From an optimization exercise on the open Yosys and OpenROAD flow, aimed at small area, a short achievable clock period and few clock cycles per item; shortcuts taken in it are not production practice. Only simulation tests tie the RTL to the original design; equivalence was not proved.

==> flow/design.v (excerpt) <==
module xts_lane (
  input  wire         clk,
  input  wire         rst,
  input  wire         cmd_valid,
  output wire         cmd_ready,
  input  wire [255:0] cmd_key1,    
  input  wire [255:0] cmd_key2,    
  input  wire [127:0] cmd_tweak,   
  input  wire [7:0]   cmd_nblk,    
  input  wire         in_valid,
  output wire         in_ready,
  input  wire [127:0] in_data,
  output wire         out_valid,
  input  wire         out_ready,
  output wire [127:0] out_data
);
  function automatic [3:0] sbox_a(input [7:0] a);
    reg U0, U1, U2, U3, U4, U5, U6, U7;
    reg T1, T2, T3, T4, T5, T6, T7, T8, T9, T10, T11, T12;
    reg T13, T14, T15, T16, T17, T18, T19, T20, T21, T22, T23, T24;
    reg T25, T26, T27, M1, M2, M3, M4, M5, M6, M7, M8, M9;
    reg M10, M11, M12, M13, M14, M15, M16, M17, M18, M19, M20, M21;
    reg M22, M23, M24, M25, M26, M27, M28, M29, M30, M31, M32, M33;
    reg M34, M35, M36, M37, M38, M39, M40;
    begin
      {U0, U1, U2, U3, U4, U5, U6, U7} = a;
      T1 = U0 ^ U3;
      T2 = U0 ^ U5;
      T3 = U0 ^ U6;
  ...
Settings: LEC_CHECK=0, ABC_CLOCK_PERIOD_IN_PS=4000, CAP_MARGIN=20, CORE_MARGIN=2, CORE_UTILIZATION=50, CTS_CLUSTER_DIAMETER=90, CTS_CLUSTER_SIZE=18, PLACE_DENSITY=0.65, SETUP_SLACK_MARGIN=4.5, SLEW_MARGIN=20; clock period 8.5 ns.
standard.sh (not shown) runs the stock make flow with config.mk's settings and CLKGATE_MAP_FILE= SYNTH_SCRIPT=/design/flow/synth_recipe.tcl, a recipe that flattens the netlist after the stock synthesis.
==> flow/flow/run.sh <==
#!/bin/bash
# The standard layout (standard.sh), with two changes to how it is made:
# small plain buffers on the ports instead of the delay buffers buffer_ports
# picks by itself, and antenna repair after detailed routing as well.
set -e
export BUFFER_PORTS_ARGS="-buffer_cell sky130_fd_sc_hd__buf_2"
export MAX_REPAIR_ANTENNAS_ITER_DRT=15
bash standard.sh > standard.log 2>&1
The starting point produced a clean layout.
Testbench counts at the start, summed over its fixed seeds: cycles 10,434, blocks 9,216.
Edit:
==> flow/flow/run.sh (replaced) <==
#!/bin/bash
# The standard layout (standard.sh), with these changes to how it is made:
#  - pin regions (flow/io.tcl): plaintext, tweak and tweak key on the left
#    edge, the data key on the top edge, ciphertext on the right edge;
#  - small plain buffers on the ports instead of the delay buffers
#    buffer_ports picks by itself;
#  - antenna repair after detailed routing as well.
set -e
export PRE_IO_PLACEMENT_TCL="$(pwd)/flow/io.tcl"
export BUFFER_PORTS_ARGS="-buffer_cell sky130_fd_sc_hd__buf_2"
export MAX_REPAIR_ANTENNAS_ITER_DRT=15
bash standard.sh > standard.log 2>&1
==> flow/flow/io.tcl (new file) <==
# Pin regions: plaintext, tweak and tweak key on the left edge, the data key
# and the rest of the command on the top edge, ciphertext on the right edge,
# so that the pipeline runs from left to right.
proc my_ports {pat} {
  set l {}
  foreach p [get_ports $pat] { lappend l [get_name $p] }
  return $l
}
set_io_pin_constraint -region left:* -pin_names [concat \
  [my_ports in_data*] [my_ports in_valid] [my_ports in_ready] \
  [my_ports cmd_tweak*] [my_ports cmd_key2*]]
set_io_pin_constraint -region top:* -pin_names [concat \
  [my_ports cmd_key1*] [my_ports cmd_nblk*] [my_ports cmd_valid] [my_ports cmd_ready]]
set_io_pin_constraint -region right:* -pin_names [concat \
  [my_ports out_data*] [my_ports out_valid] [my_ports out_ready]]
--- a/flow/config.mk
+++ b/flow/config.mk
@@ -11,4 +11,4 @@
 export CORE_UTILIZATION = 50
-export CTS_CLUSTER_DIAMETER = 90
-export CTS_CLUSTER_SIZE = 18
+export CTS_CLUSTER_DIAMETER = 100
+export CTS_CLUSTER_SIZE = 20
 export PLACE_DENSITY = 0.65
This time the run finished with capacitance limit, slew limit left.
Sequential cell count does not change.
Setup slack is better by 0.11 ns.
Global-route usage rises by 4.6 points.
Sequential share of layout area went down by 0.73 points.
Synthesized cell count does not change.
Critical path depth went up by 3.
Register-to-register slack improves by 0.11 ns.
Edit:
==> flow/flow/run.sh (replaced) <==
#!/bin/bash
# The standard layout (standard.sh), with two changes to how it is made:
# small plain buffers on the ports instead of the delay buffers buffer_ports
# picks by itself, and antenna repair after detailed routing as well.
set -e
export BUFFER_PORTS_ARGS="-buffer_cell sky130_fd_sc_hd__buf_2"
export MAX_REPAIR_ANTENNAS_ITER_DRT=15
bash standard.sh > standard.log 2>&1
--- a/flow/config.mk
+++ b/flow/config.mk
@@ -11,4 +11,4 @@
 export CORE_UTILIZATION = 50
-export CTS_CLUSTER_DIAMETER = 100
-export CTS_CLUSTER_SIZE = 20
+export CTS_CLUSTER_DIAMETER = 110
+export CTS_CLUSTER_SIZE = 22
 export PLACE_DENSITY = 0.65
removed: flow/flow/io.tcl
- Now the flow ran to the end with no violations
- cell area is lower by 2.7%
- die area is unchanged
- critical path depth fell by 10

port drivers added, routing unchanged:
The results above use ideal ports. As a check the final layouts listed here were re-extracted and re-timed, cells and wires unchanged.
Step 1, drivers: a clkbuf_16 drives clk and a buf_2 each remaining input, both assumed.
Step 2 adds t to the input delays and takes it off the output delays; t is the mean of the earliest and latest rising clock arrival at the registers after step 1. Input paths then give back, and output paths get back, about the clock's delay inside the block.
Three values: ideal ports, drivers, drivers and shift; two values: the first two.
run | t, ns | setup WS [ns] | latest minus earliest clock arrival (ns) | worst register clock-pin slew, ns | cell pins on the clock port's net
the first run | 1.355 | 4.139 / 3.955 / 3.593 | 0.129 / 0.129 | 0.10 / 0.10 | 1
the second run | 1.444 | 4.248 / 4.128 / 3.709 | 0.139 / 0.139 | 0.10 / 0.10 | 1
the third run | 1.376 | 4.207 / 4.018 / 3.524 | 0.184 / 0.184 | 0.12 / 0.12 | 1
The setup slack of the third run, which loses most, moves by -0.189 ns with the drivers and by -0.683 ns with both steps.
